Background: an optimization exercise with open tools, aiming at small area and a short achievable clock period. Do not read the settings as production practice.
No functional check of the RTL was part of any run shown here.

==> flow/design.v, too long to show whole: its modules and the start of the top module <==
// module lane_fma: 2561 lines
module lane_fma (
    input  wire        clk,
    input  wire        rst,
    input  wire        in_valid,
    input  wire [2:0]  in_op,
    input  wire [1:0]  in_mod,
    input  wire [31:0] in_a,
    input  wire [31:0] in_b,
    input  wire [31:0] in_c,
    output reg         out_valid,
    output reg  [31:0] out_res,
    output reg         out_clamp,
    output reg         out_bad
);
  // ...
==> flow/run.sh <==
#!/bin/bash
# synth_recipe.tcl (not shown) runs the flow's synth.tcl, then flattens the netlist and writes it again
# the make line also repeats each setting of config.mk as NAME=value (left out here)
make -C /OpenROAD-flow-scripts/flow DESIGN_CONFIG=/design/flow/config.mk WORK_HOME=/design/flow/orfs CLKGATE_MAP_FILE= SYNTH_SCRIPT=/design/flow/synth_recipe.tcl finish
==> flow/config.mk <==
export PLATFORM = sky130hd
export DESIGN_NAME = lane_fma
export DESIGN_NICKNAME = lane_fma
export VERILOG_FILES = /design/flow/design.v
export SDC_FILE = /design/flow/constraint.sdc
export NUM_CORES = 4
export LEC_CHECK = 0
export CAP_MARGIN = 20
export CORE_MARGIN = 2
export CORE_UTILIZATION = 40
export SLEW_MARGIN = 20
==> flow/constraint.sdc <==
create_clock -name core_clock -period 11.0 [get_ports {clk}]
set_input_delay 2.2000 -clock core_clock [delete_from_list [all_inputs] [get_ports {clk}]]
set_output_delay 2.2000 -clock core_clock [all_outputs]
set_load 0.01 [all_outputs]
==> out/qor.yml, run 1 <==
grt:
  grt_use_met2_pct: 41.7
  grt_max_degree: 80
synthesis:
  synth-main-ff-cell: "dfxtp_1"
  synth_area_leaders: "dfxtp_1 18%, fa_1 15%, xor2_1 6.3%"
  syn_area_um2: 41200
  synth-compound-area-share_pct: 19.0
  synth_top_area_share_pct: 18.5
  synth_top_family_by_area: "adder cells"
layout:
  seq_area_um2: 7640
  top_register: "r2_q"
  clk_share_pct: 3.43
  multi_input_gates: 3593
critical_path:
  path_cells: "buf_4 > mux4_2 > mux2_2 > inv_1 > mux4_2 > o21ai_0 > nand4bb_1 > or2_2 > nor3_1 > and3_1 > ha_1 > ha_1 > nand2_1 > or4_1 > nor4_1 > o32ai_1 > nor2_1 > nand2_1 > o41ai_1 > nand4_1 > o211ai_1 > a21bo_2 > a211oi_1"
  timing.rr.start: "r3_lz[0]"
  crit_start: "r3_lz[0]"
  cp.required_ns: 11.48
  crit_path_end_kind: "flip-flop"
  ff2ff_setup_slack_ns: 2.82
  critPathBufInv: 2
  critPathMaxFanout: 47
  crit_type: "flip-flop to flip-flop"
  r2r_cells: 23
floorplanning:
  design.core.area_um2: 102000
  taps: 1368
drt:
  routed.top_layer: "met4"
  drc: 0
  wl_met3_mm: 11.6
  viasPerCell: 6.01
  drt_iter0_markers: 3794
timing:
  hold_viol: 0
  worst_pin_slew_ns: 1.17
  final.min_clock_period_ns: 8.18
  fmax_mhz: 122
clocking:
  cts_root_buf: "clkbuf_16"
  cts_resized: 0
run:
  maxCapViolCount: 0
status:
  status: "complete, no violations"
placed_design:
  placedCellCount: 5944
==> inputs of run 2 (changes only) <==
--- a/flow/design.v
+++ b/flow/design.v
@@ -47,22 +47,23 @@
     wire sp_bad = sp_nan || (p_inf && (p_zero || (z_inf && (zs != p_sign))));
     wire sp_inf = p_inf || z_inf;
     wire sp_sgn = p_inf ? p_sign : z_inf ? zs : (p_sign & zs);
-    wire [9:0]        exy   = {2'b00, xe} + {2'b00, ye};
-    wire signed [10:0] adist = $signed({3'b000, ze}) - $signed({1'b0, exy}) + 11'sd127;
-    wire              far   = !z_zero && (p_zero || (adist > 11'sd27));
-    wire signed [10:0] sh_n  = 11'sd27 - adist;
-    wire [6:0]        shamt = far ? 7'd0 : (sh_n > 11'sd76) ? 7'd76 : sh_n[6:0];
-    wire signed [10:0] e76  = far ? ($signed({3'b000, ze}) + 11'sd1)
-                                  : ($signed({1'b0, exy}) - 11'sd99);
+    wire signed [10:0] sh_a = $signed({3'b000, xe}) - $signed({3'b000, in_b[30:23]}) + 11'sd27;
+    wire signed [10:0] sh_m = $signed({3'b000, xe}) + $signed({3'b000, in_b[30:23]})
+                            - $signed({3'b000, in_c[30:23]}) - 11'sd100;
+    wire signed [10:0] sh_n = op_add ? sh_a : sh_m;
+    wire signed [10:0] e76_a = $signed({3'b000, xe}) + 11'sd28;
+    wire signed [10:0] e76_m = $signed({3'b000, xe}) + $signed({3'b000, in_b[30:23]}) - 11'sd99;
+    wire signed [10:0] e76n  = op_add ? e76_a : e76_m;
     reg        r1_valid;
     reg [1:0]  r1_mod;
     reg        r1_sp_hit, r1_sp_bad, r1_sp_inf, r1_sp_sgn;
-    reg        r1_psign, r1_esub, r1_fsticky;
+    reg        r1_psign, r1_esub, r1_pz, r1_zz;
     reg [23:0] r1_mx;
     reg [22:0] r1_yf;
     reg [23:0] r1_mz;
-    reg [6:0]  r1_shamt;
-    reg signed [10:0] r1_e76;
+    reg signed [10:0] r1_shn;
+    reg signed [10:0] r1_e76n;
+    reg [7:0]  r1_ze;
     always @(posedge clk) begin
         if (rst) r1_valid <= 1'b0;
         else     r1_valid <= in_valid;
@@ -73,13 +74,19 @@
         r1_sp_sgn  <= sp_sgn;
         r1_psign   <= p_sign;
         r1_esub    <= p_sign ^ zs;
-        r1_fsticky <= far && !p_zero;
-        r1_mx      <= (p_zero || far) ? 24'd0 : {1'b1, xf};
+        r1_pz      <= p_zero;
+        r1_zz      <= z_zero;
+        r1_mx      <= p_zero ? 24'd0 : {1'b1, xf};
         r1_yf      <= yf;
         r1_mz      <= z_zero ? 24'd0 : {1'b1, zf};
-        r1_shamt   <= shamt;
-        r1_e76     <= e76;
+        r1_shn     <= sh_n;
+        r1_e76n    <= e76n;
+        r1_ze      <= ze;
     end
+    wire        far      = !r1_zz && (r1_pz || r1_shn[10]);
+    wire        fsticky  = far && !r1_pz;
+    wire [6:0]  r1_shamt = far ? 7'd0 : (r1_shn > 11'sd76) ? 7'd76 : r1_shn[6:0];
+    wire signed [10:0] r1_e76 = far ? ($signed({3'b000, r1_ze}) + 11'sd1) : r1_e76n;
     wire [23:0] bx = r1_mx;
     wire [25:0] by = {2'b00, 1'b1, r1_yf};       
     wire [12:0] bneg, bone, btwo;
@@ -88,9 +95,9 @@
         wire b2 = by[2*gi+1];
         wire b1 = by[2*gi];
         wire b0 = (gi == 0) ? 1'b0 : by[(gi == 0) ? 0 : 2*gi-1];
-        assign bneg[gi] = b2 & ~(b1 & b0);
-        assign bone[gi] = b1 ^ b0;
-        assign btwo[gi] = (b2 & ~b1 & ~b0) | (~b2 & b1 & b0);
+        assign bneg[gi] = b2 & ~(b1 & b0) & ~far;
+        assign bone[gi] = (b1 ^ b0) & ~far;
+        assign btwo[gi] = ((b2 & ~b1 & ~b0) | (~b2 & b1 & b0)) & ~far;
     end endgenerate
     wire [24:0] bx1 = {1'b0, bx};
     wire [24:0] bx2 = {bx, 1'b0};
@@ -115,7 +122,7 @@
         for (j = 0; j < 24; j = j + 1)
             if (r1_shamt >= 7'd52 + j[6:0]) alow = alow | r1_mz[j];
     end
-    wire [76:0] awin = {1'b0, ash[75:1], ash[0] | alow | r1_fsticky};
+    wire [76:0] awin = {1'b0, ash[75:1], ash[0] | alow | fsticky};
     wire [77:0] arow = {78{r1_esub}} ^ {1'b0, awin};
     wire [297:0] fs, fc;
     wire [12:0] hs, hc;
@@ -135,8 +142,8 @@
     assign fc[6] = (bneg[3] & pp0[6]) | (pp1[4] & (bneg[3] ^ pp0[6]));
     assign fs[7] = pp2[2] ^ pp3[0] ^ fc[4];
     assign fc[7] = (pp2[2] & pp3[0]) | (fc[4] & (pp2[2] ^ pp3[0]));
-    assign fs[8] = fs[6] ^ fs[7] ^ arow[8];
-    assign fc[8] = (fs[6] & fs[7]) | (arow[8] & (fs[6] ^ fs[7]));
+    assign fs[8] = fs[6] ^ fs[7] ^ fc[5];
+    assign fc[8] = (fs[6] & fs[7]) | (fc[5] & (fs[6] ^ fs[7]));
     assign fs[9] = pp0[7] ^ pp1[5] ^ pp2[3];
     assign fc[9] = (pp0[7] & pp1[5]) | (pp2[3] & (pp0[7] ^ pp1[5]));
     assign fs[10] = pp3[1] ^ fc[6] ^ fs[9];
@@ -157,8 +164,8 @@
     assign fc[17] = (pp3[3] & pp4[1]) | (fc[12] & (pp3[3] ^ pp4[1]));
     assign fs[18] = fc[13] ^ fs[16] ^ fc[14];
     assign fc[18] = (fc[13] & fs[16]) | (fc[14] & (fc[13] ^ fs[16]));
-    assign fs[19] = fs[17] ^ arow[11] ^ fs[18];
-    assign fc[19] = (fs[17] & arow[11]) | (fs[18] & (fs[17] ^ arow[11]));
+    assign fs[19] = fs[17] ^ fs[18] ^ arow[11];
+    assign fc[19] = (fs[17] & fs[18]) | (arow[11] & (fs[17] ^ fs[18]));
     assign fs[20] = bneg[5] ^ pp0[10] ^ pp1[8];
     assign fc[20] = (bneg[5] & pp0[10]) | (pp1[8] & (bneg[5] ^ pp0[10]));
     assign fs[21] = pp2[6] ^ pp3[4] ^ pp4[2];
@@ -167,8 +174,8 @@
     assign fc[22] = (pp5[0] & fc[16]) | (fs[20] & (pp5[0] ^ fc[16]));
     assign fs[23] = fs[21] ^ fc[17] ^ fs[22];
     assign fc[23] = (fs[21] & fc[17]) | (fs[22] & (fs[21] ^ fc[17]));
-    assign fs[24] = fc[18] ^ arow[12] ^ fs[23];
-    assign fc[24] = (fc[18] & arow[12]) | (fs[23] & (fc[18] ^ arow[12]));
+    assign fs[24] = fc[18] ^ fs[23] ^ arow[12];
+    assign fc[24] = (fc[18] & fs[23]) | (arow[12] & (fc[18] ^ fs[23]));
     assign fs[25] = pp0[11] ^ pp1[9] ^ pp2[7];
     assign fc[25] = (pp0[11] & pp1[9]) | (pp2[7] & (pp0[11] ^ pp1[9]));
     assign fs[26] = pp3[5] ^ pp4[3] ^ pp5[1];
@@ -177,8 +184,8 @@
     assign fc[27] = (fc[20] & fc[21]) | (fs[25] & (fc[20] ^ fc[21]));
     assign fs[28] = fs[26] ^ fc[22] ^ fs[27];
     assign fc[28] = (fs[26] & fc[22]) | (fs[27] & (fs[26] ^ fc[22]));
-    assign fs[29] = arow[13] ^ fc[23] ^ fs[28];
-    assign fc[29] = (arow[13] & fc[23]) | (fs[28] & (arow[13] ^ fc[23]));
+    assign fs[29] = fc[23] ^ fs[28] ^ arow[13];
+    assign fc[29] = (fc[23] & fs[28]) | (arow[13] & (fc[23] ^ fs[28]));
     assign fs[30] = bneg[6] ^ pp0[12] ^ pp1[10];
     assign fc[30] = (bneg[6] & pp0[12]) | (pp1[10] & (bneg[6] ^ pp0[12]));
     assign fs[31] = pp2[8] ^ pp3[6] ^ pp4[4];
@@ -189,8 +196,8 @@
     assign fc[33] = (fc[26] & fs[30]) | (fs[31] & (fc[26] ^ fs[30]));
     assign fs[34] = fc[27] ^ fs[32] ^ fs[33];
     assign fc[34] = (fc[27] & fs[32]) | (fs[33] & (fc[27] ^ fs[32]));
-    assign fs[35] = arow[14] ^ fc[28] ^ fs[34];
-    assign fc[35] = (arow[14] & fc[28]) | (fs[34] & (arow[14] ^ fc[28]));
+    assign fs[35] = fc[28] ^ fs[34] ^ arow[14];
+    assign fc[35] = (fc[28] & fs[34]) | (arow[14] & (fc[28] ^ fs[34]));
     assign fs[36] = pp0[13] ^ pp1[11] ^ pp2[9];
     assign fc[36] = (pp0[13] & pp1[11]) | (pp2[9] & (pp0[13] ^ pp1[11]));
     assign fs[37] = pp3[7] ^ pp4[5] ^ pp5[3];
@@ -201,8 +208,8 @@
     assign fc[39] = (fs[36] & fs[37]) | (fc[32] & (fs[36] ^ fs[37]));
     assign fs[40] = fc[33] ^ fs[38] ^ fs[39];
     assign fc[40] = (fc[33] & fs[38]) | (fs[39] & (fc[33] ^ fs[38]));
-    assign fs[41] = arow[15] ^ fc[34] ^ fs[40];
-    assign fc[41] = (arow[15] & fc[34]) | (fs[40] & (arow[15] ^ fc[34]));
+    assign fs[41] = fc[34] ^ fs[40] ^ arow[15];
+    assign fc[41] = (fc[34] & fs[40]) | (arow[15] & (fc[34] ^ fs[40]));
     assign fs[42] = bneg[7] ^ pp0[14] ^ pp1[12];
     assign fc[42] = (bneg[7] & pp0[14]) | (pp1[12] & (bneg[7] ^ pp0[14]));
     assign fs[43] = pp2[10] ^ pp3[8] ^ pp4[6];
@@ -215,8 +222,8 @@
     assign fc[46] = (fs[43] & fs[44]) | (fc[38] & (fs[43] ^ fs[44]));
     assign fs[47] = fs[45] ^ fc[39] ^ fs[46];
     assign fc[47] = (fs[45] & fc[39]) | (fs[46] & (fs[45] ^ fc[39]));
-    assign fs[48] = arow[16] ^ fc[40] ^ fs[47];
-    assign fc[48] = (arow[16] & fc[40]) | (fs[47] & (arow[16] ^ fc[40]));
+    assign fs[48] = fc[40] ^ fs[47] ^ arow[16];
+    assign fc[48] = (fc[40] & fs[47]) | (arow[16] & (fc[40] ^ fs[47]));
     assign fs[49] = pp0[15] ^ pp1[13] ^ pp2[11];
     assign fc[49] = (pp0[15] & pp1[13]) | (pp2[11] & (pp0[15] ^ pp1[13]));
     assign fs[50] = pp3[9] ^ pp4[7] ^ pp5[5];
@@ -227,10 +234,10 @@
     assign fc[52] = (fc[43] & fc[44]) | (fs[49] & (fc[43] ^ fc[44]));
     assign fs[53] = fs[50] ^ fc[45] ^ fs[51];
     assign fc[53] = (fs[50] & fc[45]) | (fs[51] & (fs[50] ^ fc[45]));
-    assign fs[54] = fs[52] ^ fc[46] ^ arow[17];
-    assign fc[54] = (fs[52] & fc[46]) | (arow[17] & (fs[52] ^ fc[46]));
-    assign fs[55] = fs[53] ^ fc[47] ^ fs[54];
-    assign fc[55] = (fs[53] & fc[47]) | (fs[54] & (fs[53] ^ fc[47]));
+    assign fs[54] = fs[52] ^ fc[46] ^ fs[53];
+    assign fc[54] = (fs[52] & fc[46]) | (fs[53] & (fs[52] ^ fc[46]));
+    assign fs[55] = fc[47] ^ fs[54] ^ arow[17];
+    assign fc[55] = (fc[47] & fs[54]) | (arow[17] & (fc[47] ^ fs[54]));
     assign fs[56] = bneg[8] ^ pp0[16] ^ pp1[14];
     assign fc[56] = (bneg[8] & pp0[16]) | (pp1[14] & (bneg[8] ^ pp0[16]));
     assign fs[57] = pp2[12] ^ pp3[10] ^ pp4[8];
@@ -243,10 +250,10 @@
     assign fc[60] = (fs[56] & fs[57]) | (fs[58] & (fs[56] ^ fs[57]));
     assign fs[61] = fc[51] ^ fc[52] ^ fs[59];
     assign fc[61] = (fc[51] & fc[52]) | (fs[59] & (fc[51] ^ fc[52]));
-    assign fs[62] = fs[60] ^ fc[53] ^ arow[18];
-    assign fc[62] = (fs[60] & fc[53]) | (arow[18] & (fs[60] ^ fc[53]));
-    assign fs[63] = fs[61] ^ fc[54] ^ fs[62];
-    assign fc[63] = (fs[61] & fc[54]) | (fs[62] & (fs[61] ^ fc[54]));
+    assign fs[62] = fs[60] ^ fc[53] ^ fs[61];
+    assign fc[62] = (fs[60] & fc[53]) | (fs[61] & (fs[60] ^ fc[53]));
+    assign fs[63] = fc[54] ^ fs[62] ^ arow[18];
+    assign fc[63] = (fc[54] & fs[62]) | (arow[18] & (fc[54] ^ fs[62]));
     assign fs[64] = pp0[17] ^ pp1[15] ^ pp2[13];
     assign fc[64] = (pp0[17] & pp1[15]) | (pp2[13] & (pp0[17] ^ pp1[15]));
     assign fs[65] = pp3[11] ^ pp4[9] ^ pp5[7];
@@ -259,10 +266,10 @@
     assign fc[68] = (fs[64] & fs[65]) | (fs[66] & (fs[64] ^ fs[65]));
     assign fs[69] = fc[59] ^ fc[60] ^ fs[67];
     assign fc[69] = (fc[59] & fc[60]) | (fs[67] & (fc[59] ^ fc[60]));
-    assign fs[70] = fs[68] ^ fc[61] ^ arow[19];
-    assign fc[70] = (fs[68] & fc[61]) | (arow[19] & (fs[68] ^ fc[61]));
-    assign fs[71] = fs[69] ^ fc[62] ^ fs[70];
-    assign fc[71] = (fs[69] & fc[62]) | (fs[70] & (fs[69] ^ fc[62]));
+    assign fs[70] = fs[68] ^ fc[61] ^ fs[69];
+    assign fc[70] = (fs[68] & fc[61]) | (fs[69] & (fs[68] ^ fc[61]));
+    assign fs[71] = fc[62] ^ fs[70] ^ arow[19];
+    assign fc[71] = (fc[62] & fs[70]) | (arow[19] & (fc[62] ^ fs[70]));
     assign fs[72] = bneg[9] ^ pp0[18] ^ pp1[16];
     assign fc[72] = (bneg[9] & pp0[18]) | (pp1[16] & (bneg[9] ^ pp0[18]));
     assign fs[73] = pp2[14] ^ pp3[12] ^ pp4[10];
@@ -277,10 +284,10 @@
     assign fc[77] = (fs[73] & fs[74]) | (fc[67] & (fs[73] ^ fs[74]));
     assign fs[78] = fc[68] ^ fs[75] ^ fs[76];
     assign fc[78] = (fc[68] & fs[75]) | (fs[76] & (fc[68] ^ fs[75]));
-    assign fs[79] = fc[69] ^ fs[77] ^ arow[20];
-    assign fc[79] = (fc[69] & fs[77]) | (arow[20] & (fc[69] ^ fs[77]));
-    assign fs[80] = fs[78] ^ fc[70] ^ fs[79];
-    assign fc[80] = (fs[78] & fc[70]) | (fs[79] & (fs[78] ^ fc[70]));
+    assign fs[79] = fc[69] ^ fs[77] ^ fs[78];
+    assign fc[79] = (fc[69] & fs[77]) | (fs[78] & (fc[69] ^ fs[77]));
+    assign fs[80] = fc[70] ^ fs[79] ^ arow[20];
+    assign fc[80] = (fc[70] & fs[79]) | (arow[20] & (fc[70] ^ fs[79]));
     assign fs[81] = pp0[19] ^ pp1[17] ^ pp2[15];
     assign fc[81] = (pp0[19] & pp1[17]) | (pp2[15] & (pp0[19] ^ pp1[17]));
     assign fs[82] = pp3[13] ^ pp4[11] ^ pp5[9];
@@ -295,10 +302,10 @@
     assign fc[86] = (fs[83] & fc[75]) | (fc[76] & (fs[83] ^ fc[75]));
     assign fs[87] = fs[84] ^ fs[85] ^ fc[77];
     assign fc[87] = (fs[84] & fs[85]) | (fc[77] & (fs[84] ^ fs[85]));
-    assign fs[88] = arow[21] ^ fc[78] ^ fs[86];
-    assign fc[88] = (arow[21] & fc[78]) | (fs[86] & (arow[21] ^ fc[78]));
-    assign fs[89] = fs[87] ^ fc[79] ^ fs[88];
-    assign fc[89] = (fs[87] & fc[79]) | (fs[88] & (fs[87] ^ fc[79]));
+    assign fs[88] = fc[78] ^ fs[86] ^ fs[87];
+    assign fc[88] = (fc[78] & fs[86]) | (fs[87] & (fc[78] ^ fs[86]));
+    assign fs[89] = fc[79] ^ arow[21] ^ fs[88];
+    assign fc[89] = (fc[79] & arow[21]) | (fs[88] & (fc[79] ^ arow[21]));
     assign fs[90] = bneg[10] ^ pp0[20] ^ pp1[18];
     assign fc[90] = (bneg[10] & pp0[20]) | (pp1[18] & (bneg[10] ^ pp0[20]));
     assign fs[91] = pp2[16] ^ pp3[14] ^ pp4[12];
@@ -315,10 +322,10 @@
     assign fc[96] = (fs[93] & fc[84]) | (fc[85] & (fs[93] ^ fc[84]));
     assign fs[97] = fs[94] ^ fs[95] ^ fc[86];
     assign fc[97] = (fs[94] & fs[95]) | (fc[86] & (fs[94] ^ fs[95]));
-    assign fs[98] = arow[22] ^ fs[96] ^ fc[87];
-    assign fc[98] = (arow[22] & fs[96]) | (fc[87] & (arow[22] ^ fs[96]));
-    assign fs[99] = fc[88] ^ fs[97] ^ fs[98];
-    assign fc[99] = (fc[88] & fs[97]) | (fs[98] & (fc[88] ^ fs[97]));
+    assign fs[98] = fs[96] ^ fc[87] ^ fs[97];
+    assign fc[98] = (fs[96] & fc[87]) | (fs[97] & (fs[96] ^ fc[87]));
+    assign fs[99] = arow[22] ^ fc[88] ^ fs[98];
+    assign fc[99] = (arow[22] & fc[88]) | (fs[98] & (arow[22] ^ fc[88]));
     assign fs[100] = pp0[21] ^ pp1[19] ^ pp2[17];
     assign fc[100] = (pp0[21] & pp1[19]) | (pp2[17] & (pp0[21] ^ pp1[19]));
     assign fs[101] = pp3[15] ^ pp4[13] ^ pp5[11];
@@ -335,10 +342,10 @@
     assign fc[106] = (fc[94] & fc[95]) | (fs[103] & (fc[94] ^ fc[95]));
     assign fs[107] = fs[104] ^ fs[105] ^ fc[96];
     assign fc[107] = (fs[104] & fs[105]) | (fc[96] & (fs[104] ^ fs[105]));
-    assign fs[108] = arow[23] ^ fs[106] ^ fc[97];
-    assign fc[108] = (arow[23] & fs[106]) | (fc[97] & (arow[23] ^ fs[106]));
-    assign fs[109] = fs[107] ^ fc[98] ^ fs[108];
-    assign fc[109] = (fs[107] & fc[98]) | (fs[108] & (fs[107] ^ fc[98]));
+    assign fs[108] = fs[106] ^ fc[97] ^ fs[107];
+    assign fc[108] = (fs[106] & fc[97]) | (fs[107] & (fs[106] ^ fc[97]));
+    assign fs[109] = arow[23] ^ fc[98] ^ fs[108];
+    assign fc[109] = (arow[23] & fc[98]) | (fs[108] & (arow[23] ^ fc[98]));
     assign fs[110] = bneg[11] ^ pp0[22] ^ pp1[20];
     assign fc[110] = (bneg[11] & pp0[22]) | (pp1[20] & (bneg[11] ^ pp0[22]));
     assign fs[111] = pp2[18] ^ pp3[16] ^ pp4[14];
@@ -357,10 +364,10 @@
     assign fc[117] = (fc[104] & fc[105]) | (fs[114] & (fc[104] ^ fc[105]));
     assign fs[118] = fs[115] ^ fc[106] ^ fs[116];
     assign fc[118] = (fs[115] & fc[106]) | (fs[116] & (fs[115] ^ fc[106]));
-    assign fs[119] = arow[24] ^ fs[117] ^ fc[107];
-    assign fc[119] = (arow[24] & fs[117]) | (fc[107] & (arow[24] ^ fs[117]));
-    assign fs[120] = fs[118] ^ fc[108] ^ fs[119];
-    assign fc[120] = (fs[118] & fc[108]) | (fs[119] & (fs[118] ^ fc[108]));
+    assign fs[119] = fs[117] ^ fc[107] ^ fs[118];
+    assign fc[119] = (fs[117] & fc[107]) | (fs[118] & (fs[117] ^ fc[107]));
+    assign fs[120] = arow[24] ^ fc[108] ^ fs[119];
+    assign fc[120] = (arow[24] & fc[108]) | (fs[119] & (arow[24] ^ fc[108]));
     assign fs[121] = pp0[23] ^ pp1[21] ^ pp2[19];
     assign fc[121] = (pp0[23] & pp1[21]) | (pp2[19] & (pp0[23] ^ pp1[21]));
     assign fs[122] = pp3[17] ^ pp4[15] ^ pp5[13];
@@ -379,10 +386,10 @@
     assign fc[128] = (fc[115] & fs[125]) | (fs[126] & (fc[115] ^ fs[125]));
     assign fs[129] = fc[116] ^ fc[117] ^ fs[127];
     assign fc[129] = (fc[116] & fc[117]) | (fs[127] & (fc[116] ^ fc[117]));
-    assign fs[130] = arow[25] ^ fs[128] ^ fc[118];
-    assign fc[130] = (arow[25] & fs[128]) | (fc[118] & (arow[25] ^ fs[128]));
-    assign fs[131] = fs[129] ^ fc[119] ^ fs[130];
-    assign fc[131] = (fs[129] & fc[119]) | (fs[130] & (fs[129] ^ fc[119]));
+    assign fs[130] = fs[128] ^ fc[118] ^ fs[129];
+    assign fc[130] = (fs[128] & fc[118]) | (fs[129] & (fs[128] ^ fc[118]));
+    assign fs[131] = arow[25] ^ fc[119] ^ fs[130];
+    assign fc[131] = (arow[25] & fc[119]) | (fs[130] & (arow[25] ^ fc[119]));
     assign fs[132] = pp0[24] ^ pp1[22] ^ pp2[20];
     assign fc[132] = (pp0[24] & pp1[22]) | (pp2[20] & (pp0[24] ^ pp1[22]));
     assign fs[133] = pp3[18] ^ pp4[16] ^ pp5[14];
@@ -401,12 +408,12 @@
     assign fc[139] = (fc[125] & fc[126]) | (fs[136] & (fc[125] ^ fc[126]));
     assign fs[140] = fs[137] ^ fs[138] ^ fc[127];
     assign fc[140] = (fs[137] & fs[138]) | (fc[127] & (fs[137] ^ fs[138]));
-    assign fs[141] = arow[26] ^ fc[128] ^ fs[139];
-    assign fc[141] = (arow[26] & fc[128]) | (fs[139] & (arow[26] ^ fc[128]));
-    assign fs[142] = fc[129] ^ fs[140] ^ fs[141];
-    assign fc[142] = (fc[129] & fs[140]) | (fs[141] & (fc[129] ^ fs[140]));
-    assign fs[143] = fc[130] ^ fs[142] ^ fc[131];
-    assign fc[143] = (fc[130] & fs[142]) | (fc[131] & (fc[130] ^ fs[142]));
+    assign fs[141] = fc[128] ^ fs[139] ^ fc[129];
+    assign fc[141] = (fc[128] & fs[139]) | (fc[129] & (fc[128] ^ fs[139]));
+    assign fs[142] = fs[140] ^ arow[26] ^ fc[130];
+    assign fc[142] = (fs[140] & arow[26]) | (fc[130] & (fs[140] ^ arow[26]));
+    assign fs[143] = fs[141] ^ fc[131] ^ fs[142];
+    assign fc[143] = (fs[141] & fc[131]) | (fs[142] & (fs[141] ^ fc[131]));
     assign hs[0] = ~(~bneg[0] ^ pp1[23]);
     assign hc[0] = ~bneg[0] | pp1[23];
     assign fs[144] = pp2[21] ^ pp3[19] ^ pp4[17];
@@ -427,10 +434,10 @@
     assign fc[151] = (fc[137] & fc[138]) | (fs[148] & (fc[137] ^ fc[138]));
     assign fs[152] = fs[149] ^ fc[139] ^ fs[150];
     assign fc[152] = (fs[149] & fc[139]) | (fs[150] & (fs[149] ^ fc[139]));
-    assign fs[153] = arow[27] ^ fs[151] ^ fc[140];
-    assign fc[153] = (arow[27] & fs[151]) | (fc[140] & (arow[27] ^ fs[151]));
-    assign fs[154] = fc[141] ^ fs[152] ^ fs[153];
-    assign fc[154] = (fc[141] & fs[152]) | (fs[153] & (fc[141] ^ fs[152]));
+    assign fs[153] = fs[151] ^ fc[140] ^ fs[152];
+    assign fc[153] = (fs[151] & fc[140]) | (fs[152] & (fs[151] ^ fc[140]));
+    assign fs[154] = arow[27] ^ fc[141] ^ fs[153];
+    assign fc[154] = (arow[27] & fc[141]) | (fs[153] & (arow[27] ^ fc[141]));
     assign hs[1] = ~(pp1[24] ^ pp2[22]);
     assign hc[1] = pp1[24] | pp2[22];
     assign fs[155] = pp3[20] ^ pp4[18] ^ pp5[16];
@@ -451,10 +458,10 @@
     assign fc[162] = (fc[149] & fs[159]) | (fs[160] & (fc[149] ^ fs[159]));
     assign fs[163] = fc[150] ^ fc[151] ^ fs[161];
     assign fc[163] = (fc[150] & fc[151]) | (fs[161] & (fc[150] ^ fc[151]));
-    assign fs[164] = arow[28] ^ fs[162] ^ fc[152];
-    assign fc[164] = (arow[28] & fs[162]) | (fc[152] & (arow[28] ^ fs[162]));
-    assign fs[165] = fs[163] ^ fc[153] ^ fs[164];
-    assign fc[165] = (fs[163] & fc[153]) | (fs[164] & (fs[163] ^ fc[153]));
+    assign fs[164] = fs[162] ^ fc[152] ^ fs[163];
+    assign fc[164] = (fs[162] & fc[152]) | (fs[163] & (fs[162] ^ fc[152]));
+    assign fs[165] = arow[28] ^ fc[153] ^ fs[164];
+    assign fc[165] = (arow[28] & fc[153]) | (fs[164] & (arow[28] ^ fc[153]));
     assign fs[166] = ~bneg[1] ^ pp2[23] ^ pp3[21];
     assign fc[166] = (~bneg[1] & pp2[23]) | (pp3[21] & (~bneg[1] ^ pp2[23]));
     assign fs[167] = pp4[19] ^ pp5[17] ^ pp6[15];
@@ -473,12 +480,12 @@
     assign fc[173] = (fc[159] & fc[160]) | (fs[170] & (fc[159] ^ fc[160]));
     assign fs[174] = fs[171] ^ fs[172] ^ fc[161];
     assign fc[174] = (fs[171] & fs[172]) | (fc[161] & (fs[171] ^ fs[172]));
-    assign fs[175] = arow[29] ^ fc[162] ^ fs[173];
-    assign fc[175] = (arow[29] & fc[162]) | (fs[173] & (arow[29] ^ fc[162]));
-    assign fs[176] = fc[163] ^ fs[174] ^ fs[175];
-    assign fc[176] = (fc[163] & fs[174]) | (fs[175] & (fc[163] ^ fs[174]));
-    assign fs[177] = fc[164] ^ fs[176] ^ fc[165];
-    assign fc[177] = (fc[164] & fs[176]) | (fc[165] & (fc[164] ^ fs[176]));
+    assign fs[175] = fc[162] ^ fs[173] ^ fc[163];
+    assign fc[175] = (fc[162] & fs[173]) | (fc[163] & (fc[162] ^ fs[173]));
+    assign fs[176] = fs[174] ^ arow[29] ^ fc[164];
+    assign fc[176] = (fs[174] & arow[29]) | (fc[164] & (fs[174] ^ arow[29]));
+    assign fs[177] = fs[175] ^ fc[165] ^ fs[176];
+    assign fc[177] = (fs[175] & fc[165]) | (fs[176] & (fs[175] ^ fc[165]));
     assign hs[2] = ~(pp2[24] ^ pp3[22]);
     assign hc[2] = pp2[24] | pp3[22];
     assign fs[178] = pp4[20] ^ pp5[18] ^ pp6[16];
@@ -497,10 +504,10 @@
     assign fc[184] = (fc[171] & fs[181]) | (fs[182] & (fc[171] ^ fs[181]));
     assign fs[185] = fc[172] ^ fc[173] ^ fs[183];
     assign fc[185] = (fc[172] & fc[173]) | (fs[183] & (fc[172] ^ fc[173]));
-    assign fs[186] = arow[30] ^ fs[184] ^ fc[174];
-    assign fc[186] = (arow[30] & fs[184]) | (fc[174] & (arow[30] ^ fs[184]));
-    assign fs[187] = fc[175] ^ fs[185] ^ fs[186];
-    assign fc[187] = (fc[175] & fs[185]) | (fs[186] & (fc[175] ^ fs[185]));
+    assign fs[186] = fs[184] ^ fc[174] ^ fs[185];
+    assign fc[186] = (fs[184] & fc[174]) | (fs[185] & (fs[184] ^ fc[174]));
+    assign fs[187] = arow[30] ^ fc[175] ^ fs[186];
+    assign fc[187] = (arow[30] & fc[175]) | (fs[186] & (arow[30] ^ fc[175]));
     assign fs[188] = ~bneg[2] ^ pp3[23] ^ pp4[21];
     assign fc[188] = (~bneg[2] & pp3[23]) | (pp4[21] & (~bneg[2] ^ pp3[23]));
     assign fs[189] = pp5[19] ^ pp6[17] ^ pp7[15];
@@ -517,12 +524,12 @@
     assign fc[194] = (fs[191] & fc[181]) | (fc[182] & (fs[191] ^ fc[181]));
     assign fs[195] = fs[192] ^ fs[193] ^ fc[183];
     assign fc[195] = (fs[192] & fs[193]) | (fc[183] & (fs[192] ^ fs[193]));
-    assign fs[196] = arow[31] ^ fc[184] ^ fs[194];
-    assign fc[196] = (arow[31] & fc[184]) | (fs[194] & (arow[31] ^ fc[184]));
-    assign fs[197] = fc[185] ^ fs[195] ^ fs[196];
-    assign fc[197] = (fc[185] & fs[195]) | (fs[196] & (fc[185] ^ fs[195]));
-    assign fs[198] = fc[186] ^ fs[197] ^ fc[187];
-    assign fc[198] = (fc[186] & fs[197]) | (fc[187] & (fc[186] ^ fs[197]));
+    assign fs[196] = fc[184] ^ fs[194] ^ fc[185];
+    assign fc[196] = (fc[184] & fs[194]) | (fc[185] & (fc[184] ^ fs[194]));
+    assign fs[197] = fs[195] ^ arow[31] ^ fc[186];
+    assign fc[197] = (fs[195] & arow[31]) | (fc[186] & (fs[195] ^ arow[31]));
+    assign fs[198] = fs[196] ^ fc[187] ^ fs[197];
+    assign fc[198] = (fs[196] & fc[187]) | (fs[197] & (fs[196] ^ fc[187]));
     assign hs[3] = ~(pp3[24] ^ pp4[22]);
     assign hc[3] = pp3[24] | pp4[22];
     assign fs[199] = pp5[20] ^ pp6[18] ^ pp7[16];
@@ -539,10 +546,10 @@
     assign fc[204] = (fs[201] & fc[192]) | (fc[193] & (fs[201] ^ fc[192]));
     assign fs[205] = fs[202] ^ fs[203] ^ fc[194];
     assign fc[205] = (fs[202] & fs[203]) | (fc[194] & (fs[202] ^ fs[203]));
-    assign fs[206] = arow[32] ^ fs[204] ^ fc[195];
-    assign fc[206] = (arow[32] & fs[204]) | (fc[195] & (arow[32] ^ fs[204]));
-    assign fs[207] = fc[196] ^ fs[205] ^ fs[206];
-    assign fc[207] = (fc[196] & fs[205]) | (fs[206] & (fc[196] ^ fs[205]));
+    assign fs[206] = fs[204] ^ fc[195] ^ fs[205];
+    assign fc[206] = (fs[204] & fc[195]) | (fs[205] & (fs[204] ^ fc[195]));
+    assign fs[207] = arow[32] ^ fc[196] ^ fs[206];
+    assign fc[207] = (arow[32] & fc[196]) | (fs[206] & (arow[32] ^ fc[196]));
     assign fs[208] = ~bneg[3] ^ pp4[23] ^ pp5[21];
     assign fc[208] = (~bneg[3] & pp4[23]) | (pp5[21] & (~bneg[3] ^ pp4[23]));
     assign fs[209] = pp6[19] ^ pp7[17] ^ pp8[15];
@@ -557,10 +564,10 @@
     assign fc[213] = (fs[210] & fc[201]) | (fc[202] & (fs[210] ^ fc[201]));
     assign fs[214] = fs[211] ^ fs[212] ^ fc[203];
     assign fc[214] = (fs[211] & fs[212]) | (fc[203] & (fs[211] ^ fs[212]));
-    assign fs[215] = fc[204] ^ fs[213] ^ arow[33];
-    assign fc[215] = (fc[204] & fs[213]) | (arow[33] & (fc[204] ^ fs[213]));
-    assign fs[216] = fs[214] ^ fc[205] ^ fs[215];
-    assign fc[216] = (fs[214] & fc[205]) | (fs[215] & (fs[214] ^ fc[205]));
+    assign fs[215] = fc[204] ^ fs[213] ^ fs[214];
+    assign fc[215] = (fc[204] & fs[213]) | (fs[214] & (fc[204] ^ fs[213]));
+    assign fs[216] = fc[205] ^ arow[33] ^ fs[215];
+    assign fc[216] = (fc[205] & arow[33]) | (fs[215] & (fc[205] ^ arow[33]));
     assign fs[217] = fc[206] ^ fs[216] ^ fc[207];
     assign fc[217] = (fc[206] & fs[216]) | (fc[207] & (fc[206] ^ fs[216]));
     assign hs[4] = ~(pp4[24] ^ pp5[22]);
@@ -577,10 +584,10 @@
     assign fc[222] = (fs[219] & fc[211]) | (fc[212] & (fs[219] ^ fc[211]));
     assign fs[223] = fs[220] ^ fs[221] ^ fc[213];
     assign fc[223] = (fs[220] & fs[221]) | (fc[213] & (fs[220] ^ fs[221]));
-    assign fs[224] = arow[34] ^ fs[222] ^ fc[214];
-    assign fc[224] = (arow[34] & fs[222]) | (fc[214] & (arow[34] ^ fs[222]));
-    assign fs[225] = fs[223] ^ fc[215] ^ fs[224];
-    assign fc[225] = (fs[223] & fc[215]) | (fs[224] & (fs[223] ^ fc[215]));
+    assign fs[224] = fs[222] ^ fc[214] ^ fs[223];
+    assign fc[224] = (fs[222] & fc[214]) | (fs[223] & (fs[222] ^ fc[214]));
+    assign fs[225] = fc[215] ^ arow[34] ^ fs[224];
+    assign fc[225] = (fc[215] & arow[34]) | (fs[224] & (fc[215] ^ arow[34]));
     assign fs[226] = ~bneg[4] ^ pp5[23] ^ pp6[21];
     assign fc[226] = (~bneg[4] & pp5[23]) | (pp6[21] & (~bneg[4] ^ pp5[23]));
     assign fs[227] = pp7[19] ^ pp8[17] ^ pp9[15];
@@ -593,10 +600,10 @@
     assign fc[230] = (fs[226] & fs[227]) | (fs[228] & (fs[226] ^ fs[227]));
     assign fs[231] = fc[220] ^ fc[221] ^ fs[229];
     assign fc[231] = (fc[220] & fc[221]) | (fs[229] & (fc[220] ^ fc[221]));
-    assign fs[232] = fs[230] ^ fc[222] ^ arow[35];
-    assign fc[232] = (fs[230] & fc[222]) | (arow[35] & (fs[230] ^ fc[222]));
-    assign fs[233] = fs[231] ^ fc[223] ^ fs[232];
-    assign fc[233] = (fs[231] & fc[223]) | (fs[232] & (fs[231] ^ fc[223]));
+    assign fs[232] = fs[230] ^ fc[222] ^ fs[231];
+    assign fc[232] = (fs[230] & fc[222]) | (fs[231] & (fs[230] ^ fc[222]));
+    assign fs[233] = fc[223] ^ fs[232] ^ arow[35];
+    assign fc[233] = (fc[223] & fs[232]) | (arow[35] & (fc[223] ^ fs[232]));
     assign fs[234] = fc[224] ^ fs[233] ^ fc[225];
     assign fc[234] = (fc[224] & fs[233]) | (fc[225] & (fc[224] ^ fs[233]));
     assign hs[5] = ~(pp5[24] ^ pp6[22]);
@@ -611,10 +618,10 @@
     assign fc[238] = (fc[228] & fs[235]) | (fs[236] & (fc[228] ^ fs[235]));
     assign fs[239] = fc[229] ^ fc[230] ^ fs[237];
     assign fc[239] = (fc[229] & fc[230]) | (fs[237] & (fc[229] ^ fc[230]));
-    assign fs[240] = fs[238] ^ fc[231] ^ arow[36];
-    assign fc[240] = (fs[238] & fc[231]) | (arow[36] & (fs[238] ^ fc[231]));
-    assign fs[241] = fs[239] ^ fc[232] ^ fs[240];
-    assign fc[241] = (fs[239] & fc[232]) | (fs[240] & (fs[239] ^ fc[232]));
+    assign fs[240] = fs[238] ^ fc[231] ^ fs[239];
+    assign fc[240] = (fs[238] & fc[231]) | (fs[239] & (fs[238] ^ fc[231]));
+    assign fs[241] = fc[232] ^ fs[240] ^ arow[36];
+    assign fc[241] = (fc[232] & fs[240]) | (arow[36] & (fc[232] ^ fs[240]));
     assign fs[242] = ~bneg[5] ^ pp6[23] ^ pp7[21];
     assign fc[242] = (~bneg[5] & pp6[23]) | (pp7[21] & (~bneg[5] ^ pp6[23]));
     assign fs[243] = pp8[19] ^ pp9[17] ^ pp10[15];
@@ -627,10 +634,10 @@
     assign fc[246] = (fs[243] & fs[244]) | (fc[237] & (fs[243] ^ fs[244]));
     assign fs[247] = fc[238] ^ fs[245] ^ fc[239];
     assign fc[247] = (fc[238] & fs[245]) | (fc[239] & (fc[238] ^ fs[245]));
-    assign fs[248] = fs[246] ^ arow[37] ^ fc[240];
-    assign fc[248] = (fs[246] & arow[37]) | (fc[240] & (fs[246] ^ arow[37]));
-    assign fs[249] = fs[247] ^ fc[241] ^ fs[248];
-    assign fc[249] = (fs[247] & fc[241]) | (fs[248] & (fs[247] ^ fc[241]));
+    assign fs[248] = fs[246] ^ fc[240] ^ fs[247];
+    assign fc[248] = (fs[246] & fc[240]) | (fs[247] & (fs[246] ^ fc[240]));
+    assign fs[249] = arow[37] ^ fs[248] ^ fc[241];
+    assign fc[249] = (arow[37] & fs[248]) | (fc[241] & (arow[37] ^ fs[248]));
     assign hs[6] = ~(pp6[24] ^ pp7[22]);
     assign hc[6] = pp6[24] | pp7[22];
     assign fs[250] = pp8[20] ^ pp9[18] ^ pp10[16];
@@ -641,10 +648,10 @@
     assign fc[252] = (fc[242] & fc[243]) | (fs[250] & (fc[242] ^ fc[243]));
     assign fs[253] = fc[244] ^ fs[251] ^ fc[245];
     assign fc[253] = (fc[244] & fs[251]) | (fc[245] & (fc[244] ^ fs[251]));
-    assign fs[254] = fs[252] ^ fc[246] ^ arow[38];
-    assign fc[254] = (fs[252] & fc[246]) | (arow[38] & (fs[252] ^ fc[246]));
-    assign fs[255] = fs[253] ^ fc[247] ^ fs[254];
-    assign fc[255] = (fs[253] & fc[247]) | (fs[254] & (fs[253] ^ fc[247]));
+    assign fs[254] = fs[252] ^ fc[246] ^ fs[253];
+    assign fc[254] = (fs[252] & fc[246]) | (fs[253] & (fs[252] ^ fc[246]));
+    assign fs[255] = fc[247] ^ fs[254] ^ arow[38];
+    assign fc[255] = (fc[247] & fs[254]) | (arow[38] & (fc[247] ^ fs[254]));
     assign fs[256] = ~bneg[6] ^ pp7[23] ^ pp8[21];
     assign fc[256] = (~bneg[6] & pp7[23]) | (pp8[21] & (~bneg[6] ^ pp7[23]));
     assign fs[257] = pp9[19] ^ pp10[17] ^ pp11[15];
@@ -655,10 +662,10 @@
     assign fc[259] = (fs[256] & fs[257]) | (fc[251] & (fs[256] ^ fs[257]));
     assign fs[260] = fc[252] ^ fs[258] ^ fs[259];
     assign fc[260] = (fc[252] & fs[258]) | (fs[259] & (fc[252] ^ fs[258]));
-    assign fs[261] = fc[253] ^ arow[39] ^ fs[260];
-    assign fc[261] = (fc[253] & arow[39]) | (fs[260] & (fc[253] ^ arow[39]));
-    assign fs[262] = fc[254] ^ fs[261] ^ fc[255];
-    assign fc[262] = (fc[254] & fs[261]) | (fc[255] & (fc[254] ^ fs[261]));
+    assign fs[261] = fc[253] ^ fs[260] ^ fc[254];
+    assign fc[261] = (fc[253] & fs[260]) | (fc[254] & (fc[253] ^ fs[260]));
+    assign fs[262] = arow[39] ^ fs[261] ^ fc[255];
+    assign fc[262] = (arow[39] & fs[261]) | (fc[255] & (arow[39] ^ fs[261]));
     assign hs[7] = ~(pp7[24] ^ pp8[22]);
     assign hc[7] = pp7[24] | pp8[22];
     assign fs[263] = pp9[20] ^ pp10[18] ^ pp11[16];
@@ -669,8 +676,8 @@
     assign fc[265] = (fc[257] & fs[263]) | (fc[258] & (fc[257] ^ fs[263]));
     assign fs[266] = fs[264] ^ fc[259] ^ fs[265];
     assign fc[266] = (fs[264] & fc[259]) | (fs[265] & (fs[264] ^ fc[259]));
-    assign fs[267] = arow[40] ^ fc[260] ^ fs[266];
-    assign fc[267] = (arow[40] & fc[260]) | (fs[266] & (arow[40] ^ fc[260]));
+    assign fs[267] = fc[260] ^ fs[266] ^ arow[40];
+    assign fc[267] = (fc[260] & fs[266]) | (arow[40] & (fc[260] ^ fs[266]));
     assign fs[268] = ~bneg[7] ^ pp8[23] ^ pp9[21];
     assign fc[268] = (~bneg[7] & pp8[23]) | (pp9[21] & (~bneg[7] ^ pp8[23]));
     assign fs[269] = pp10[19] ^ pp11[17] ^ pp12[15];
@@ -679,10 +686,10 @@
     assign fc[270] = (hc[7] & fc[263]) | (fs[268] & (hc[7] ^ fc[263]));
     assign fs[271] = fs[269] ^ fc[264] ^ fs[270];
     assign fc[271] = (fs[269] & fc[264]) | (fs[270] & (fs[269] ^ fc[264]));
-    assign fs[272] = fc[265] ^ arow[41] ^ fs[271];
-    assign fc[272] = (fc[265] & arow[41]) | (fs[271] & (fc[265] ^ arow[41]));
-    assign fs[273] = fc[266] ^ fs[272] ^ fc[267];
-    assign fc[273] = (fc[266] & fs[272]) | (fc[267] & (fc[266] ^ fs[272]));
+    assign fs[272] = fc[265] ^ fs[271] ^ fc[266];
+    assign fc[272] = (fc[265] & fs[271]) | (fc[266] & (fc[265] ^ fs[271]));
+    assign fs[273] = arow[41] ^ fs[272] ^ fc[267];
+    assign fc[273] = (arow[41] & fs[272]) | (fc[267] & (arow[41] ^ fs[272]));
     assign hs[8] = ~(pp8[24] ^ pp9[22]);
     assign hc[8] = pp8[24] | pp9[22];
     assign fs[274] = pp10[20] ^ pp11[18] ^ pp12[16];
@@ -691,8 +698,8 @@
     assign fc[275] = (hs[8] & fc[268]) | (fc[269] & (hs[8] ^ fc[268]));
     assign fs[276] = fs[274] ^ fc[270] ^ fs[275];
     assign fc[276] = (fs[274] & fc[270]) | (fs[275] & (fs[274] ^ fc[270]));
-    assign fs[277] = arow[42] ^ fc[271] ^ fs[276];
-    assign fc[277] = (arow[42] & fc[271]) | (fs[276] & (arow[42] ^ fc[271]));
+    assign fs[277] = fc[271] ^ fs[276] ^ arow[42];
+    assign fc[277] = (fc[271] & fs[276]) | (arow[42] & (fc[271] ^ fs[276]));
     assign fs[278] = ~bneg[8] ^ pp9[23] ^ pp10[21];
     assign fc[278] = (~bneg[8] & pp9[23]) | (pp10[21] & (~bneg[8] ^ pp9[23]));
     assign fs[279] = pp11[19] ^ pp12[17] ^ hc[8];
@@ -701,30 +708,30 @@
     assign fc[280] = (fc[274] & fs[278]) | (fs[279] & (fc[274] ^ fs[278]));
     assign fs[281] = fc[275] ^ fs[280] ^ fc[276];
     assign fc[281] = (fc[275] & fs[280]) | (fc[276] & (fc[275] ^ fs[280]));
-    assign fs[282] = arow[43] ^ fc[277] ^ fs[281];
-    assign fc[282] = (arow[43] & fc[277]) | (fs[281] & (arow[43] ^ fc[277]));
+    assign fs[282] = fs[281] ^ arow[43] ^ fc[277];
+    assign fc[282] = (fs[281] & arow[43]) | (fc[277] & (fs[281] ^ arow[43]));
     assign hs[9] = ~(pp9[24] ^ pp10[22]);
     assign hc[9] = pp9[24] | pp10[22];
     assign fs[283] = pp11[20] ^ pp12[18] ^ hs[9];
     assign fc[283] = (pp11[20] & pp12[18]) | (hs[9] & (pp11[20] ^ pp12[18]));
     assign fs[284] = fc[278] ^ fc[279] ^ fs[283];
     assign fc[284] = (fc[278] & fc[279]) | (fs[283] & (fc[278] ^ fc[279]));
-    assign fs[285] = fc[280] ^ fs[284] ^ arow[44];
-    assign fc[285] = (fc[280] & fs[284]) | (arow[44] & (fc[280] ^ fs[284]));
+    assign fs[285] = fc[280] ^ fs[284] ^ fc[281];
+    assign fc[285] = (fc[280] & fs[284]) | (fc[281] & (fc[280] ^ fs[284]));
     assign fs[286] = ~bneg[9] ^ pp10[23] ^ pp11[21];
     assign fc[286] = (~bneg[9] & pp10[23]) | (pp11[21] & (~bneg[9] ^ pp10[23]));
     assign fs[287] = pp12[19] ^ hc[9] ^ fs[286];
     assign fc[287] = (pp12[19] & hc[9]) | (fs[286] & (pp12[19] ^ hc[9]));
     assign fs[288] = fc[283] ^ fs[287] ^ fc[284];
     assign fc[288] = (fc[283] & fs[287]) | (fc[284] & (fc[283] ^ fs[287]));
-    assign fs[289] = arow[45] ^ fs[288] ^ fc[285];
-    assign fc[289] = (arow[45] & fs[288]) | (fc[285] & (arow[45] ^ fs[288]));
+    assign fs[289] = fs[288] ^ arow[45] ^ fc[285];
+    assign fc[289] = (fs[288] & arow[45]) | (fc[285] & (fs[288] ^ arow[45]));
     assign hs[10] = ~(pp10[24] ^ pp11[22]);
     assign hc[10] = pp10[24] | pp11[22];
     assign fs[290] = pp12[20] ^ hs[10] ^ fc[286];
     assign fc[290] = (pp12[20] & hs[10]) | (fc[286] & (pp12[20] ^ hs[10]));
-    assign fs[291] = fc[287] ^ fs[290] ^ arow[46];
-    assign fc[291] = (fc[287] & fs[290]) | (arow[46] & (fc[287] ^ fs[290]));
+    assign fs[291] = fc[287] ^ fs[290] ^ fc[288];
+    assign fc[291] = (fc[287] & fs[290]) | (fc[288] & (fc[287] ^ fs[290]));
     assign fs[292] = ~bneg[10] ^ pp11[23] ^ pp12[21];
     assign fc[292] = (~bneg[10] & pp11[23]) | (pp12[21] & (~bneg[10] ^ pp11[23]));
     assign fs[293] = hc[10] ^ fs[292] ^ fc[290];
@@ -737,8 +744,8 @@
     assign fc[295] = (hs[11] & fc[292]) | (fc[293] & (hs[11] ^ fc[292]));
     assign fs[296] = ~bneg[11] ^ pp12[23] ^ hc[11];
     assign fc[296] = (~bneg[11] & pp12[23]) | (hc[11] & (~bneg[11] ^ pp12[23]));
-    assign fs[297] = fs[296] ^ arow[49] ^ fc[295];
-    assign fc[297] = (fs[296] & arow[49]) | (fc[295] & (fs[296] ^ arow[49]));
+    assign fs[297] = fs[296] ^ fc[295] ^ arow[49];
+    assign fc[297] = (fs[296] & fc[295]) | (arow[49] & (fs[296] ^ fc[295]));
     assign hs[12] = ~(fc[296] ^ arow[50]);
     assign hc[12] = fc[296] | arow[50];
     wire [35:0] xs2, xc2;
@@ -752,14 +759,14 @@
     assign xc2[3] = xc2[2] & fs[1];
     assign xs2[4] = xc2[3] ^ fs[3];
     assign xc2[4] = xc2[3] & fs[3];
-    assign xs2[5] = arow[7] ^ xc2[4];
-    assign xc2[5] = arow[7] & xc2[4];
-    assign xs2[6] = fc[5] ^ xc2[5];
-    assign xc2[6] = fc[5] & xc2[5];
-    assign xs2[7] = fc[8] ^ fs[11];
-    assign xc2[7] = fc[8] & fs[11];
-    assign xs2[8] = fc[11] ^ fs[15];
-    assign xc2[8] = fc[11] & fs[15];
+    assign xs2[5] = xc2[4] ^ fs[5];
+    assign xc2[5] = xc2[4] & fs[5];
+    assign xs2[6] = xc2[5] ^ arow[8];
+    assign xc2[6] = xc2[5] & arow[8];
+    assign xs2[7] = fc[8] ^ xc2[6];
+    assign xc2[7] = fc[8] & xc2[6];
+    assign xs2[8] = fc[11] ^ xc2[7];
+    assign xc2[8] = fc[11] & xc2[7];
     assign xs2[9] = fc[15] ^ fs[19];
     assign xc2[9] = fc[15] & fs[19];
     assign xs2[10] = fc[19] ^ fs[24];
@@ -768,8 +775,8 @@
     assign xc2[11] = fc[24] & fs[29];
     assign xs2[12] = fc[29] ^ fs[35];
     assign xc2[12] = fc[29] & fs[35];
-    assign xs2[13] = fc[35] ^ xc2[12];
-    assign xc2[13] = fc[35] & xc2[12];
+    assign xs2[13] = fc[35] ^ fs[41];
+    assign xc2[13] = fc[35] & fs[41];
     assign xs2[14] = fc[41] ^ fs[48];
     assign xc2[14] = fc[41] & fs[48];
     assign xs2[15] = fc[48] ^ fs[55];
@@ -782,8 +789,8 @@
     assign xc2[18] = fc[71] & fs[80];
     assign xs2[19] = fc[80] ^ fs[89];
     assign xc2[19] = fc[80] & fs[89];
-    assign xs2[20] = fc[89] ^ xc2[19];
-    assign xc2[20] = fc[89] & xc2[19];
+    assign xs2[20] = fc[89] ^ fs[99];
+    assign xc2[20] = fc[89] & fs[99];
     assign xs2[21] = fc[99] ^ fs[109];
     assign xc2[21] = fc[99] & fs[109];
     assign xs2[22] = fc[109] ^ fs[120];
@@ -808,12 +815,12 @@
     assign xc2[31] = fc[261] & fs[267];
     assign xs2[32] = fc[272] ^ fs[277];
     assign xc2[32] = fc[272] & fs[277];
-    assign xs2[33] = fc[281] ^ fs[285];
-    assign xc2[33] = fc[281] & fs[285];
-    assign xs2[34] = fc[288] ^ fs[291];
-    assign xc2[34] = fc[288] & fs[291];
-    assign xs2[35] = arow[48] ^ fs[295];
-    assign xc2[35] = arow[48] & fs[295];
+    assign xs2[33] = arow[44] ^ fs[285];
+    assign xc2[33] = arow[44] & fs[285];
+    assign xs2[34] = arow[46] ^ fs[291];
+    assign xc2[34] = arow[46] & fs[291];
+    assign xs2[35] = fs[295] ^ arow[48];
+    assign xc2[35] = fs[295] & arow[48];
     reg        r2_valid;
     reg [1:0]  r2_mod;
     reg        r2_sp_hit, r2_sp_bad, r2_sp_inf, r2_sp_sgn;
@@ -838,22 +845,22 @@
         r2_q[4] <= arow[4];
         r2_q[5] <= arow[5];
         r2_q[6] <= arow[6];
-        r2_q[7] <= fs[5];
+        r2_q[7] <= arow[7];
         r2_q[8] <= fs[8];
-        r2_q[9] <= xc2[6];
-        r2_q[10] <= xc2[7];
+        r2_q[9] <= fs[11];
+        r2_q[10] <= fs[15];
         r2_q[11] <= xc2[8];
         r2_q[12] <= xc2[9];
         r2_q[13] <= xc2[10];
         r2_q[14] <= xc2[11];
-        r2_q[15] <= fs[41];
+        r2_q[15] <= xc2[12];
         r2_q[16] <= xc2[13];
         r2_q[17] <= xc2[14];
         r2_q[18] <= xc2[15];
         r2_q[19] <= xc2[16];
         r2_q[20] <= xc2[17];
         r2_q[21] <= xc2[18];
-        r2_q[22] <= fs[99];
+        r2_q[22] <= xc2[19];
         r2_q[23] <= xc2[20];
         r2_q[24] <= xc2[21];
         r2_q[25] <= xc2[22];
@@ -2508,48 +2515,45 @@
     wire signed [10:0] epre = r3_e76 - $signed({4'b0000, r3_lz});
     wire        rup  = rbit && (sticky || mant[0]);
     wire        mall = &mant;
-    wire        mcy  = mall && rup;
-    wire [23:0] mrnd = mant + {23'd0, rup};
-    wire signed [10:0] ernd = epre + $signed({10'd0, mcy});
-    reg [31:0] ar_res;
-    reg        ar_clamp;
+    wire        mcy  = mall && rup;                  
+    wire [22:0] frac = mant[22:0] + {22'd0, rup};    
+    wire [7:0]  eout = epre[7:0] + {7'd0, mcy};
+    wire        fnz  = (|mant[22:0]) || rup;         
+    wire e_lt1 = epre < 11'sd1;
+    wire e_eq0 = epre == 11'sd0;
+    wire e_ovf = (epre > 11'sd254) || ((epre == 11'sd254) && mcy);
+    wire e_gt1 = (epre > 11'sd127) || ((epre == 11'sd127) && (mcy || fnz));
+    wire uf     = !r3_zero && e_lt1;                 
+    wire minn   = uf && e_eq0 && mall;               
+    wire ovf    = !r3_zero && !e_lt1 && e_ovf;       
+    wire normal = !r3_zero && !e_lt1 && !e_ovf;
+    reg [31:0] pre_res;
     always @(*) begin
-        ar_clamp = 1'b0;
-        if (r3_zero) begin
-            ar_res = 32'd0;                                  
-        end else if (epre < 11'sd1) begin
-            if (epre == 11'sd0 && mall)
-                ar_res = {r3_sign, 8'h01, 23'd0};
-            else
-                ar_res = {r3_sign, 31'd0};
-        end else if (ernd > 11'sd254) begin
-            ar_res   = {r3_sign, 31'h7F7F_FFFF};
-            ar_clamp = 1'b1;
-        end else begin
-            ar_res = {r3_sign, ernd[7:0], mrnd[22:0]};
-        end
+        if (r3_sp_hit)
+            pre_res = r3_sp_bad ? 32'd0 : {r3_sp_sgn, {8{r3_sp_inf}}, 23'd0};
+        else if (normal)
+            pre_res = {r3_sign, eout, frac};
+        else if (ovf)
+            pre_res = {r3_sign, 31'h7F7F_FFFF};
+        else if (uf)
+            pre_res = {r3_sign, 7'd0, minn, 23'd0};
+        else
+            pre_res = 32'd0;                              
     end
-    wire [31:0] sp_res    = r3_sp_bad ? 32'd0 : {r3_sp_sgn, {8{r3_sp_inf}}, 23'd0};
-    wire [31:0] pre_res   = r3_sp_hit ? sp_res : ar_res;
-    wire        pre_clamp = !r3_sp_hit && ar_clamp;
-    wire        pre_bad   = r3_sp_hit && r3_sp_bad;
-    wire above_one = !pre_res[31] && (pre_res[30:0] > 31'h3F80_0000);
-    wire below_m1  =  pre_res[31] && (pre_res[30:0] > 31'h3F80_0000);
-    wire below_0   =  pre_res[31] && (pre_res[30:0] != 31'd0);
+    wire pre_clamp = !r3_sp_hit && ovf;
+    wire pre_bad   = r3_sp_hit && r3_sp_bad;
+    wire sp_val = r3_sp_inf && !r3_sp_bad;
+    wire sg  = r3_sp_hit ? (r3_sp_sgn && !r3_sp_bad) : (r3_sign && !r3_zero);
+    wire gt1 = r3_sp_hit ? sp_val : (ovf || (normal && e_gt1));
+    wire nz  = r3_sp_hit ? sp_val : (!r3_zero && (!uf || minn));
+    wire m1  = (r3_mod == 2'b01);
+    wire m2  = (r3_mod == 2'b10);
     reg [31:0] lim_res;
     always @(*) begin
-        lim_res = pre_res;
-        case (r3_mod)
-            2'b01: begin
-                if (above_one)     lim_res = 32'h3F80_0000;
-                else if (below_m1) lim_res = 32'hBF80_0000;
-            end
-            2'b10: begin
-                if (above_one)     lim_res = 32'h3F80_0000;
-                else if (below_0)  lim_res = 32'd0;
-            end
-            default: ;
-        endcase
+        if ((m1 || m2) && !sg && gt1) lim_res = 32'h3F80_0000;
+        else if (m1 && sg && gt1)      lim_res = 32'hBF80_0000;
+        else if (m2 && sg && nz)       lim_res = 32'd0;
+        else                           lim_res = pre_res;
     end
     always @(posedge clk) begin
         if (rst) out_valid <= 1'b0;
--- a/flow/config.mk
+++ b/flow/config.mk
@@ -8,4 +8,5 @@
 export CAP_MARGIN = 20
 export CORE_MARGIN = 2
 export CORE_UTILIZATION = 40
+export SETUP_SLACK_MARGIN = 5
 export SLEW_MARGIN = 20
==> out/qor.yml, run 2 <==
synthesis:
  synth-main-ff-cell: "dfxtp_1"  # unchanged
  synth_cell_types: 111  # was 118
  syn_avg_cell_area_um2: 8.71  # was 8.84 um2
  synthesis.nets: 5427  # was 5251
  muxShareOfSynthArea_pct: 9.83  # was 10.2%
  synth_edf_count: 0  # unchanged
  ys_top_cells_by_count: "394 x dfxtp_1, 355 x nor2_1, 345 x inv_1"  # was 381 x dfxtp_1, 364 x inv_1, 332 x nor2_1
  syn_inst: 4828  # was 4667
  synth_top_family_by_area: "adder cells"  # unchanged
  ys_ff_latch: 394  # was 381
  yosys_warnings: 1  # unchanged
  synth-compound-area-share_pct: 19.0  # about the same
  synth_most_common_cell: "dfxtp_1"  # unchanged
  synth-adder-area-share_pct: 20.3  # about the same
  synth_simple_gate_area_share_pct: 14.8  # was 14.4%
  syn_area_um2: 42000  # was 41200 um2
  ys_seq_area_share_pct: 18.8  # was 18.5%
  synth_top_area_share_pct: 18.8  # was 18.5%
  yosysTopAreaCell: "dfxtp_1"  # unchanged
  async_reset_ff_share_pct: 0  # unchanged
  synth_area_leaders: "dfxtp_1 19%, fa_1 15%, xor2_1 5.7%"  # was dfxtp_1 18%, fa_1 15%, xor2_1 6.3%
  synthXorXnorAreaFrac_pct: 10.6  # was 10.8%
clocking:
  cts_tree: "yes"  # unchanged
  ctsHoldBuffers: 0  # unchanged
  numCtsBuffers: 47  # was 43
  cts_root_buf: "clkbuf_16"  # unchanged
  clock_latency_ns: 0.63  # was 0.61 ns
  cts_max_path_buffers: 3  # unchanged
  clock_sinks: 394  # was 381
  clk_pin_slew_ns: 0.06  # about the same
  htree_levels: 2  # unchanged
layout:
  seq_area_um2: 7900  # was 7640 um2
  fin_nets: 5353  # was 5206
  reg_top3: "r2_q (127), r3_mag (77), out_res (32)"  # unchanged
  layout_common_cells: "388 x dfxtp_1, 349 x nor2_1, 344 x inv_1, 329 x nand2_1, 308 x fa_1"  # was 374 x dfxtp_1, 363 x inv_1, 331 x nor2_1, 307 x fa_1, 302 x a22oi_1
  final_common_cell: "dfxtp_1"  # unchanged
  final_layout_size_suffix_gt1_share_pct: 9.20  # was 9.34%
  top_register: "r2_q"  # unchanged
  fill_cells: 10200  # was 10000
  largest_reg_flops: 127  # unchanged
  multi_input_area_um2: 31600  # was 30900 um2
  area_delta_synth_final_pct: 10.5  # was 9.90%
grt:
  grtUsageTotal_pct: 28.0  # was 26.2%
  grt_pass1_wl_mm: 232  # was 218 mm
  antenna_found_initial: 7  # was 0
  grt_pass1_vias: 36900  # was 35700
  gr-total-overflow: 0  # unchanged
  grt_max_degree: 75  # was 80
timing:
  slew_viol_final: 0  # unchanged
  fmax_mhz: 172  # was 122 MHz
  hold_viol: 0  # unchanged
  final.min_clock_period_ns: 5.83  # was 8.18 ns
  fin_tns_setup_ns: 0  # unchanged
  rsz0062_at_grt: "yes"  # was no
  finalClockSkew_ns: 0.0617  # was 0.0409 ns
  worst_pin_slew_ns: 1.30  # was 1.17 ns
  finalSetupViolCount: 0  # unchanged
  fin_ws_ns: 5.17  # was 2.82 ns
  slew_headroom_pct: 12.6  # was 21.6%
  finalCritPeriodShare_pct: 53.0  # was 74.4%
placed_design:
  dp_slack_ns: 4.79  # was 2.89 ns
  io_buffer_count: 138  # unchanged
  hpwl_mm: 116  # was 106 mm
  place.gp.congestion: 1.02  # was 0.986
critical_path:
  crit_type: "flip-flop to flip-flop"  # unchanged
  cp_slowest_cell: "and2_1"  # was dfxtp_4
  crit_path_end_kind: "flip-flop"  # unchanged
  path_cells: "nor2_4 > or2_4 > and2_1 > buf_4 > a22oi_1 > xor2_1 > fa_1 > fa_1 > fa_1 > fa_1 > inv_1 > fa_1 > inv_1 > fa_1 > inv_1 > fa_1"  # was buf_4 > mux4_2 > mux2_2 > inv_1 > mux4_2 > o21ai_0 > nand4bb_1 > or2_2 > nor3_1 > and3_1 > ha_1 > ha_1 > nand2_1 > or4_1 > nor4_1 > o32ai_1 > nor2_1 > nand2_1 > o41ai_1 > nand4_1 > o211ai_1 > a21bo_2 > a211oi_1
  critical_path.most_common_cell: "fa_1"
  cp.required_ns: 11.49  # was 11.48 ns
  worstPathArrival_ns: 6.32  # was 8.66 ns
  critPathMaxFanout: 15  # was 47
  worstSetupStartpointType: "flip-flop"  # unchanged
  cpPeakStageDelay_ns: 0.54  # was 0.89 ns
status:
  status: "complete, no violations"  # unchanged
floorplanning:
  design.core.area_um2: 104000  # was 102000 um2
  io_pins: 139  # unchanged
  initial_core_util_pct: 40.5  # was 40.4%
  die_h_um: 328  # was 325 um
  fp-row-count: 118  # was 117
  die_x_um: 328  # was 325 um
  die-area_um2: 108000  # was 106000 um2
worst_hold_path:
  hold_class: "flip-flop to flip-flop"  # unchanged
drt:
  vias: 37300  # was 36200
  viasPerCell: 6.05  # was 6.01
  firstDrtPassIters: 9  # unchanged
  wire_per_inst_um: 25.0  # was 23.6 um
  antenna_left: 0  # unchanged
  drt_iter0_markers: 3839  # was 3794
  totalWireLength_mm: 155  # was 142 mm
  drc: 0  # unchanged
run:
  maxCapViolCount: 0  # unchanged
## run 2: cell types whose count changed in the layout (fill, tap and decap cells not counted), moves of 21 or more
cell,previous run,this run
a21oi_1,204,231
mux2i_1,125,153
o211ai_1,18,44
xnor2_1,211,235
nand2_1,276,329
xor2_1,297,276
## run 2: through the flow
step | hold WS (ns) | std cells | utilization [%] | instance area [um2]
after global placement | 0.314 | 6064 | 42.8 | 44500
after global routing | 0.329 | 6171 | 44.7 | 46500
after detailed placement | 0.312 | 6064 | 42.8 | 44500
final | 0.325 | 6175 | 44.7 | 46500
after CTS | 0.325 | 6150 | 44.4 | 46200
after floorplan | 0.310 | 4828 | - | 42000
## run 2: logic make-up after synthesis
group                    after synthesis
multiplexers                         286
XOR/XNOR                             511
adder cells (fa/ha/maj)              498
AO/OA/AOI/OAI                       1168
AND/OR/NAND/NOR                     1248
buffers and inverters                723
flip-flops                           394
## run 2: timing repair
action | CTS | global route
gates cloned | 0 | 1
pin swaps | 0 | 7
resized for setup | 10 | 31
setup endpoints to repair | 20 | 39
buffers inserted | 0 | 20
## run 2: area by class of cell
cell class	instances	area share, %
Antenna cell	4	0.0215
Multi-Input combinational cell	3712	67.9
Clock inverter	20	0.544
Sequential cell	394	17.0
Tap cell	1380	3.71
Inverter	353	2.86
Timing Repair Buffer	246	4.88
Clock buffer	66	3.04
## run 2: critical path: cells and delay by family (launching register included)
family,cells,cell delay [ns]
XOR/XNOR,1,0.22
buffers and inverters,4,0.57
adder cells (fa/ha/maj),7,3.23
AO/OA/AOI/OAI,1,0.14
flip-flops,1,0.34
AND/OR/NAND/NOR,3,1.18
## run 2: final timing paths
check	from	end	slack, ns	cells past startpoint
worst max-delay path	r1_pz	r2_q[107]	5.17	16
worst min-delay path	r2_sp_sgn	r3_sp_sgn	0.33	0
worst max register to register	r1_pz	r2_q[107]	5.17	16
worst min register to register	r2_sp_sgn	r3_sp_sgn	0.33	0
## run 2: routing by layer
layer / wire (um) / share of wire [%] / up-vias / global-route usage, %
met5: 57 / 0.037 / - / 0
met4: 9660 / 6.2 / 8 / 15.3
met3: 13300 / 8.6 / 442 / 4.80
met2: 70400 / 46 / 1937 / 45.1
met1: 61200 / 40 / 18100 / 35.8
li1: - / - / 16900 / -

## afterwards: timing with drivers on the ports
How much do the figures lean on ideal ports? The routed layouts below were timed once more, with nothing changed but the port constraints.
Step 1, drivers: a clkbuf_16 drives clk and a buf_2 each remaining input, both assumed.
Step 2, shift: input delay + t, output delay - t, t = (earliest + latest rising clock arrival at the registers) / 2. This alone moves slack from input paths to output paths.
Three values: ideal ports, drivers, drivers and shift; two values: the first two.
| run | t, ns | slack for setup (ns) | latest minus earliest clock arrival (ns) | slew at the worst register clock pin (ns) | pins driven straight from the clock port |
|---|---|---|---|---|---|
| run 1 | 0.663 | 2.816 / 2.816 / 2.816 | 0.041 / 0.041 | 0.08 / 0.08 | 1 |
| run 2 | 0.682 | 5.170 / 5.170 / 4.942 | 0.063 / 0.062 | 0.07 / 0.07 | 1 |
After both steps setup and hold are still met in every run listed. The setup slack of run 2, which loses most, moves by 0.000 ns with the drivers and by -0.228 ns with both steps.
